What follows belongs to an exercise in optimizing a design on an open flow for small area, a short achievable clock period and few clock cycles per item; a production flow would make more cautious choices. In this exercise RTL edits were held to simulation tests only and were not proved equivalent to the original.

## aes_engine
module aes_engine (
  input  wire         clk,
  input  wire         rst,         
  input  wire         key_valid,
  output wire         key_ready,
  input  wire [1:0]   key_len,     
  input  wire [255:0] key,
  input  wire         blk_valid,
  output wire         blk_ready,
  input  wire [127:0] blk_in,
  output reg          out_valid,
  output wire [127:0] out_data
);
  reg [255:0] ckey;        
  reg [1:0]   ckey_len;
  reg [31:0]  ckey_last;   
  reg         kready;
  wire key_go = key_valid && kready;
  always @(posedge clk) begin
    if (key_go) begin
      ckey      <= key;
      ckey_len  <= key_len;
      ckey_last <= (key_len == 2'd0) ? key[159:128] :
                   (key_len == 2'd1) ? key[95:64] : key[31:0];
    end
  end
  reg         busy;        
  reg [4:0]   cyc;         
  reg [1:0]   plen;        
  reg         afin;        
  reg         c0;          
  reg         bval;        
  reg         bfin;        
  reg         rdy;         
  reg         ld;          
  reg         fk1;         
  reg         fk2;         
  reg         wwe;         
  assign key_ready = kready;
  assign blk_ready = rdy;
  wire a_go = blk_valid && (!busy || afin);
  wire b_go = blk_valid && c0;
  wire [4:0] last1 = (plen == 2'd0) ? 5'd18 : (plen == 2'd1) ? 5'd22 : 5'd26;
  wire       busy_n = a_go || (busy && !afin);
  ...
clock: 10.0 ns
lec_check: 0
cap_margin: 30
core_margin: 2
core_utilization: 45
place_density: 0.58
slew_margin: 30
standard.sh (not shown) runs the stock make flow with config.mk's settings and CLKGATE_MAP_FILE= SYNTH_SCRIPT=/design/flow/synth_recipe.tcl, a recipe that flattens the netlist after the stock synthesis.
==> flow/flow/run.sh <==
#!/bin/bash
# Layout flow: the standard layout (standard.sh, ORFS synth to finish),
# with two changes:
#  - synthesis maps the logic with the ABC script in flow/area.abc (strash,
#    dch, amap: area-oriented) instead of ORFS's speed script. flow/my_synth.tcl
#    is synth_recipe.tcl with only the ABC script swapped, so the registers,
#    their names and cell types are those of the standard synthesis;
#  - the make settings in flow/extra_args (one per line) are added; they set
#    the repair_timing setup margin (SETUP_SLACK_MARGIN) so that the resizer
#    works towards a shorter period than the 10 ns clock. The clock, the SDC
#    and all constraints are the standard flow's, unchanged.
# The make output goes to flow_make.log; ORFS writes each step's log under orfs/logs.
set -uo pipefail
W=$(pwd)
export MY_ABC_SCRIPT=$W/flow/area.abc
EXTRA=""
if [[ -f $W/flow/extra_args ]]; then EXTRA=$(tr '\n' ' ' < $W/flow/extra_args); fi
sed -e "s|SYNTH_SCRIPT=[^ ]*|SYNTH_SCRIPT=$W/flow/my_synth.tcl $EXTRA|" standard.sh > $W/my_standard.sh
bash $W/my_standard.sh finish > $W/flow_make.log 2>&1
rc=$?
tail -5 $W/flow_make.log
exit $rc
==> flow/flow/area.abc <==
strash
dch
amap
topo
==> flow/flow/extra_args <==
SETUP_SLACK_MARGIN=5.5
==> flow/flow/my_synth.tcl <==
proc synth {args} { yosys synth -nofsm -noshare {*}$args }
proc abc {args} {
  if {[info exists ::env(MY_ABC_SCRIPT)]} {
    set i [lsearch -exact $args -script]
    if {$i >= 0} { lset args [expr {$i + 1}] $::env(MY_ABC_SCRIPT) }
  }
  yosys abc {*}$args
}
source $::env(SCRIPTS_DIR)/synth.tcl
# left out here: clear keep_hierarchy, flatten, clean up, hide names made inside functions, write 1_2_yosys.v
The baseline passed the timing, DRC and antenna checks.
Testbench counts at the start, summed over its fixed seeds: cycles 32,745, blocks 2,557.
Change:
==> flow/flow/run.sh (replaced) <==
#!/bin/bash
# Layout flow: the standard layout (standard.sh), except that synthesis
# maps the logic with the ABC script in flow/area.abc (area-oriented: strash,
# dch, amap) instead of ORFS's speed script. Synthesis is otherwise the standard flow's
# own (flow/my_synth.tcl is synth_recipe.tcl with the ABC script swapped), so
# the registers, their names and cell types are the standard synthesis's.
# Extra make settings, if any, are in flow/extra_args (one per line).
set -uo pipefail
W=$(pwd)
export MY_ABC_SCRIPT=$W/flow/area.abc
EXTRA=""
if [[ -f $W/flow/extra_args ]]; then EXTRA=$(tr '\n' ' ' < $W/flow/extra_args); fi
sed -e "s|SYNTH_SCRIPT=[^ ]*|SYNTH_SCRIPT=$W/flow/my_synth.tcl $EXTRA|" standard.sh > $W/my_standard.sh
bash $W/my_standard.sh finish > $W/flow_make.log 2>&1
rc=$?
tail -5 $W/flow_make.log
exit $rc
==> flow/flow/extra_args (replaced) <==
SETUP_SLACK_MARGIN=6.5
CAP_MARGIN = 20   (was 30)
CORE_UTILIZATION = 42   (was 45)
PLACE_DENSITY = 0.55   (was 0.58)
SLEW_MARGIN = 20   (was 30)
Result: The new run completed and failed the layout checks on max-capacitance violations, max-slew violations. Final area goes up by 29%. Fmax stays flat. Worst setup slack gets worse by 0.0097 ns. Final cell count climbs by 12%.
Change:
==> flow/flow/run.sh (replaced) <==
#!/bin/bash
# Layout flow: the standard layout (standard.sh, ORFS synth to finish),
# with two changes:
#  - synthesis maps the logic with the ABC script in flow/area.abc (strash,
#    dch, amap: area-oriented) instead of ORFS's speed script. flow/my_synth.tcl
#    is synth_recipe.tcl with only the ABC script swapped, so the registers,
#    their names and cell types are those of the standard synthesis;
#  - the make settings in flow/extra_args (one per line) are added; they set
#    the repair_timing setup margin (SETUP_SLACK_MARGIN) so that the resizer
#    works towards a shorter period than the 10 ns clock. The clock, the SDC
#    and all constraints are the standard flow's, unchanged.
# The make output goes to flow_make.log; ORFS writes each step's log under orfs/logs.
set -uo pipefail
W=$(pwd)
export MY_ABC_SCRIPT=$W/flow/area.abc
EXTRA=""
if [[ -f $W/flow/extra_args ]]; then EXTRA=$(tr '\n' ' ' < $W/flow/extra_args); fi
sed -e "s|SYNTH_SCRIPT=[^ ]*|SYNTH_SCRIPT=$W/flow/my_synth.tcl $EXTRA|" standard.sh > $W/my_standard.sh
bash $W/my_standard.sh finish > $W/flow_make.log 2>&1
rc=$?
tail -5 $W/flow_make.log
exit $rc
==> flow/flow/extra_args (replaced) <==
SETUP_SLACK_MARGIN=6
The new run finished clean.
Core utilization came out lower by 8.0 points.
Final cell count came out lower by 4.9%.
Area after synthesis stays the same.
Design area came out lower by 11%.
Wire length came out lower by 9.4%.
Change:
==> flow/flow/run.sh (replaced) <==
#!/bin/bash
# Layout flow: the standard layout (standard.sh), except that synthesis
# maps the logic with the ABC script in flow/area.abc (area-oriented: strash,
# dch, amap) instead of ORFS's speed script. Synthesis is otherwise the standard flow's
# own (flow/my_synth.tcl is synth_recipe.tcl with the ABC script swapped), so
# the registers, their names and cell types are the standard synthesis's.
# Extra make settings, if any, are in flow/extra_args (one per line).
set -uo pipefail
W=$(pwd)
export MY_ABC_SCRIPT=$W/flow/area.abc
EXTRA=""
if [[ -f $W/flow/extra_args ]]; then EXTRA=$(tr '\n' ' ' < $W/flow/extra_args); fi
sed -e "s|SYNTH_SCRIPT=[^ ]*|SYNTH_SCRIPT=$W/flow/my_synth.tcl $EXTRA|" standard.sh > $W/my_standard.sh
bash $W/my_standard.sh finish > $W/flow_make.log 2>&1
rc=$?
tail -5 $W/flow_make.log
exit $rc
==> flow/flow/extra_args (replaced) <==
SETUP_SLACK_MARGIN=6.5
CORE_UTILIZATION = 55   (was 42)
PLACE_DENSITY = 0.65   (was 0.55)
Outcome: The new run died in global routing (5_1_grt); synthesized cell count stays the same; area after synthesis stays the same.

========
Another version of the RTL of aes_engine (not shown whole).
For scale: roughly 8900 cells after synthesis, ~1200 flip-flops, ~69000 µm² of cells after synthesis.
export LEC_CHECK = 0
export CAP_MARGIN = 30
export CORE_MARGIN = 2
export CORE_UTILIZATION = 45
export PLACE_DENSITY = 0.58
export SLEW_MARGIN = 30
create_clock -name core_clock -period 10.0 [get_ports {clk}]
==> flow/flow/run.sh <==
#!/bin/bash
# Layout flow: the standard layout (standard.sh, ORFS synth to finish),
# with two changes:
#  - synthesis maps the logic with the ABC script in flow/area.abc (strash,
#    dch, amap: area-oriented) instead of ORFS's speed script. flow/my_synth.tcl
#    is synth_recipe.tcl with only the ABC script swapped, so the registers,
#    their names and cell types are those of the standard synthesis;
#  - the make settings in flow/extra_args (one per line) are added; they set
#    the repair_timing setup margin (SETUP_SLACK_MARGIN) so that the resizer
#    works towards a shorter period than the 10 ns clock. The clock, the SDC
#    and all constraints are the standard flow's, unchanged.
# The make output goes to flow_make.log; ORFS writes each step's log under orfs/logs.
set -uo pipefail
W=$(pwd)
export MY_ABC_SCRIPT=$W/flow/area.abc
EXTRA=""
if [[ -f $W/flow/extra_args ]]; then EXTRA=$(tr '\n' ' ' < $W/flow/extra_args); fi
sed -e "s|SYNTH_SCRIPT=[^ ]*|SYNTH_SCRIPT=$W/flow/my_synth.tcl $EXTRA|" standard.sh > $W/my_standard.sh
bash $W/my_standard.sh finish > $W/flow_make.log 2>&1
rc=$?
tail -5 $W/flow_make.log
exit $rc
==> flow/flow/extra_args <==
SETUP_SLACK_MARGIN=5.5
Scripts as last shown in full above: flow/flow/area.abc, flow/flow/my_synth.tcl
The first run finished clean.
Testbench counts at the start, summed over its fixed seeds: cycles 32,745, blocks 2,557.
Edit:
==> flow/flow/extra_args (replaced) <==
SETUP_SLACK_MARGIN=6
CAP_MARGIN = 20   (was 30)
CORE_UTILIZATION = 42   (was 45)
PLACE_DENSITY = 0.55   (was 0.58)
SLEW_MARGIN = 20   (was 30)
Effect:
- final cell count increases by 3.7%
- setup slack gains 0.51 ns
Edit:
==> flow/flow/run.sh (replaced) <==
#!/bin/bash
# Layout flow: the standard layout (standard.sh, ORFS synth to finish),
# with these changes:
#  - synthesis maps the logic with the ABC script in flow/area.abc (strash,
#    dch, amap: area-oriented) instead of ORFS's speed script. flow/my_synth.tcl
#    is synth_recipe.tcl with only the ABC script swapped, so the registers,
#    their names and cell types are those of the standard synthesis;
#  - the layout runs in two make calls: up to cts with the settings in
#    flow/extra_args_cts, then on to finish with those in flow/extra_args (one
#    per line). They set the repair_timing setup margin (SETUP_SLACK_MARGIN),
#    so that the resizer works towards a shorter period than the 10 ns clock,
#    harder before CTS than after global routing. The clock, the SDC and all
#    constraints are the standard flow's, unchanged.
# Each make call's output goes to its own log (flow_make_cts.log,
# flow_make.log); ORFS writes each step's log under orfs/logs.
set -uo pipefail
W=$(pwd)
export MY_ABC_SCRIPT=$W/flow/area.abc
mk() {  # mk ARGFILE OUT.sh
  local extra=""
  if [[ -f $1 ]]; then extra=$(tr '\n' ' ' < $1); fi
  sed -e "s|SYNTH_SCRIPT=[^ ]*|SYNTH_SCRIPT=$W/flow/my_synth.tcl $extra|" standard.sh > $2
}
mk $W/flow/extra_args_cts $W/my_standard_cts.sh
mk $W/flow/extra_args $W/my_standard.sh
bash $W/my_standard_cts.sh cts > $W/flow_make_cts.log 2>&1
rc=$?
if [[ $rc -eq 0 ]]; then
  bash $W/my_standard.sh finish > $W/flow_make.log 2>&1
  rc=$?
  tail -5 $W/flow_make.log
else
  tail -5 $W/flow_make_cts.log
fi
exit $rc
==> flow/flow/extra_args (replaced) <==
SETUP_SLACK_MARGIN=5.5
==> flow/flow/extra_args_cts (new file) <==
SETUP_SLACK_MARGIN=6
CAP_MARGIN = 30   (was 20)
CORE_UTILIZATION = 45   (was 42)
PLACE_DENSITY = 0.58   (was 0.55)
SLEW_MARGIN = 30   (was 20)
Outcome: Routed wire length falls by a few percent; hold slack is better by 0.0089 ns.

========
Setup of sierra:
aes_engine, a different RTL version from the one above (not shown whole).
Size in the first run: roughly 8,800 cells after synthesis, about 1,100 flip-flops.
export LEC_CHECK = 0
export CAP_MARGIN = 20
export CORE_MARGIN = 2
export CORE_UTILIZATION = 42
export PLACE_DENSITY = 0.55
export SLEW_MARGIN = 20
create_clock -name core_clock -period 10.0 [get_ports {clk}]
==> flow/flow/run.sh <==
#!/bin/bash
# Layout flow: the standard layout (standard.sh, ORFS synth to finish),
# with two changes:
#  - synthesis maps the logic with the ABC script in flow/area.abc (strash,
#    dch, amap: area-oriented) instead of ORFS's speed script. flow/my_synth.tcl
#    is synth_recipe.tcl with only the ABC script swapped, so the registers,
#    their names and cell types are those of the standard synthesis;
#  - the make settings in flow/extra_args (one per line) are added; they set
#    the repair_timing setup margin (SETUP_SLACK_MARGIN) so that the resizer
#    works towards a shorter period than the 10 ns clock. The clock, the SDC
#    and all constraints are the standard flow's, unchanged.
# The make output goes to flow_make.log; ORFS writes each step's log under orfs/logs.
set -uo pipefail
W=$(pwd)
export MY_ABC_SCRIPT=$W/flow/area.abc
EXTRA=""
if [[ -f $W/flow/extra_args ]]; then EXTRA=$(tr '\n' ' ' < $W/flow/extra_args); fi
sed -e "s|SYNTH_SCRIPT=[^ ]*|SYNTH_SCRIPT=$W/flow/my_synth.tcl $EXTRA|" standard.sh > $W/my_standard.sh
bash $W/my_standard.sh finish > $W/flow_make.log 2>&1
rc=$?
tail -5 $W/flow_make.log
exit $rc
==> flow/flow/extra_args <==
SETUP_SLACK_MARGIN=6
Scripts as last shown in full above: flow/flow/area.abc, flow/flow/my_synth.tcl
Testbench counts of sierra, summed over its fixed seeds: cycles 32,745, blocks 2,557.
--- input diff sierra..delta ---
- swapping 20 for 30 in CAP_MARGIN
- swapping 20 for 30 in SLEW_MARGIN
- swapping 0.55 for 0.58 in PLACE_DENSITY
- swapping 42 for 45 in CORE_UTILIZATION
==> flow/flow/run.sh <==
#!/bin/bash
# Layout flow: the standard layout (standard.sh, ORFS synth to finish),
# with these changes:
#  - synthesis maps the logic with the ABC script in flow/area.abc (strash,
#    dch, amap: area-oriented) instead of ORFS's speed script. flow/my_synth.tcl
#    is synth_recipe.tcl with only the ABC script swapped, so the registers,
#    their names and cell types are those of the standard synthesis;
#  - the layout runs in two make calls: up to cts with the settings in
#    flow/extra_args_cts, then on to finish with those in flow/extra_args (one
#    per line). They set the repair_timing setup margin (SETUP_SLACK_MARGIN),
#    so that the resizer works towards a shorter period than the 10 ns clock,
#    harder before CTS than after global routing. The clock, the SDC and all
#    constraints are the standard flow's, unchanged.
# Each make call's output goes to its own log (flow_make_cts.log,
# flow_make.log); ORFS writes each step's log under orfs/logs.
set -uo pipefail
W=$(pwd)
export MY_ABC_SCRIPT=$W/flow/area.abc
mk() {  # mk ARGFILE OUT.sh
  local extra=""
  if [[ -f $1 ]]; then extra=$(tr '\n' ' ' < $1); fi
  sed -e "s|SYNTH_SCRIPT=[^ ]*|SYNTH_SCRIPT=$W/flow/my_synth.tcl $extra|" standard.sh > $2
}
mk $W/flow/extra_args_cts $W/my_standard_cts.sh
mk $W/flow/extra_args $W/my_standard.sh
bash $W/my_standard_cts.sh cts > $W/flow_make_cts.log 2>&1
rc=$?
if [[ $rc -eq 0 ]]; then
  bash $W/my_standard.sh finish > $W/flow_make.log 2>&1
  rc=$?
  tail -5 $W/flow_make.log
else
  tail -5 $W/flow_make_cts.log
fi
exit $rc
==> flow/flow/extra_args <==
SETUP_SLACK_MARGIN=5.5
==> flow/flow/extra_args_cts (new file) <==
SETUP_SLACK_MARGIN=6
Results
No stage failed in delta, and the final checks on the layout all came back clean.
Wire length of the first global-routing pass: sierra and delta compared, lower one is delta
Summary of delta over sierra: die area now smaller; placed instance count now smaller; combined area of the multi-input logic cells now smaller.
Capturing element of the worst setup path: s1[111] -> delta, wsin[17] -> sierra
The inputs of tundra differ from those of delta as listed below.
==> flow/flow/run.sh <==
#!/bin/bash
# Layout flow: the standard layout (standard.sh, ORFS synth to finish),
# with two changes:
#  - synthesis maps the logic with the ABC script in flow/area.abc (strash,
#    dch, amap: area-oriented) instead of ORFS's speed script. flow/my_synth.tcl
#    is synth_recipe.tcl with only the ABC script swapped, so the registers,
#    their names and cell types are those of the standard synthesis;
#  - the make settings in flow/extra_args (one per line) are added; they set
#    the repair_timing setup margin (SETUP_SLACK_MARGIN) so that the resizer
#    works towards a shorter period than the 10 ns clock. The clock, the SDC
#    and all constraints are the standard flow's, unchanged.
# The make output goes to flow_make.log; ORFS writes each step's log under orfs/logs.
set -uo pipefail
W=$(pwd)
export MY_ABC_SCRIPT=$W/flow/area.abc
EXTRA=""
if [[ -f $W/flow/extra_args ]]; then EXTRA=$(tr '\n' ' ' < $W/flow/extra_args); fi
sed -e "s|SYNTH_SCRIPT=[^ ]*|SYNTH_SCRIPT=$W/flow/my_synth.tcl $EXTRA|" standard.sh > $W/my_standard.sh
bash $W/my_standard.sh finish > $W/flow_make.log 2>&1
rc=$?
tail -5 $W/flow_make.log
exit $rc
removed: flow/flow/extra_args_cts
==> comparison <==
Between tundra and delta, the number of combinational gates with multiple inputs does not differ in any meaningful way. Diff delta -> tundra | final cell count | down slightly. Comparing delta and tundra, non-clock buffer count is lower on tundra. Compared with delta, tundra shows a lower via count of the first global-routing pass. Looking at summed area of non-filler cells in the final layout across both flows, tundra is the stronger of the two, with delta trailing.

-- port drivers added, routing unchanged --
The flow's constraints put no driver on any port. The routed layouts listed below were extracted and timed again, unchanged, in two steps.
Step 1 assumes that a clkbuf_16 drives the clock port and a buf_2 every other input.
Step 2 also shifts input and output timing later by t, the mid clock arrival at the registers, as if the neighbouring blocks saw the same clock.
Three values: ideal, step 1, step 2; two values: the first two.
run	shift t [ns]	slack for setup (ns)	worst hold slack (ns)	worst register clock-pin slew, ns	pins driven straight from the clock port
the first run of note 1	0.853	5.415 / 5.415 / 5.415	0.372 / 0.372 / 0.372	0.07 / 0.07	1
the second run of note 1	0.892	5.405 / 5.405 / 5.405	0.364 / 0.364 / 0.364	0.07 / 0.07	1
the third run of note 1	0.892	5.746 / 5.746 / 5.691	0.366 / 0.366 / 0.366	0.07 / 0.07	1
the first run of note 2	0.888	5.484 / 5.484 / 5.418	0.377 / 0.377 / 0.377	0.07 / 0.07	1
the second run of note 2	0.887	5.990 / 6.028 / 5.169	0.368 / 0.368 / 0.368	0.07 / 0.07	1
the third run of note 2	0.880	5.696 / 5.696 / 5.391	0.377 / 0.377 / 0.377	0.07 / 0.07	1
sierra	0.877	5.857 / 5.857 / 5.484	0.377 / 0.377 / 0.377	0.07 / 0.07	1
delta	0.861	5.643 / 5.643 / 5.227	0.362 / 0.362 / 0.362	0.07 / 0.07	1
tundra	0.859	5.540 / 5.540 / 4.857	0.363 / 0.363 / 0.363	0.07 / 0.07	1
For the second run of note 2, which loses most, drivers alone change the setup slack by +0.038 ns; drivers and shift together by -0.821 ns.
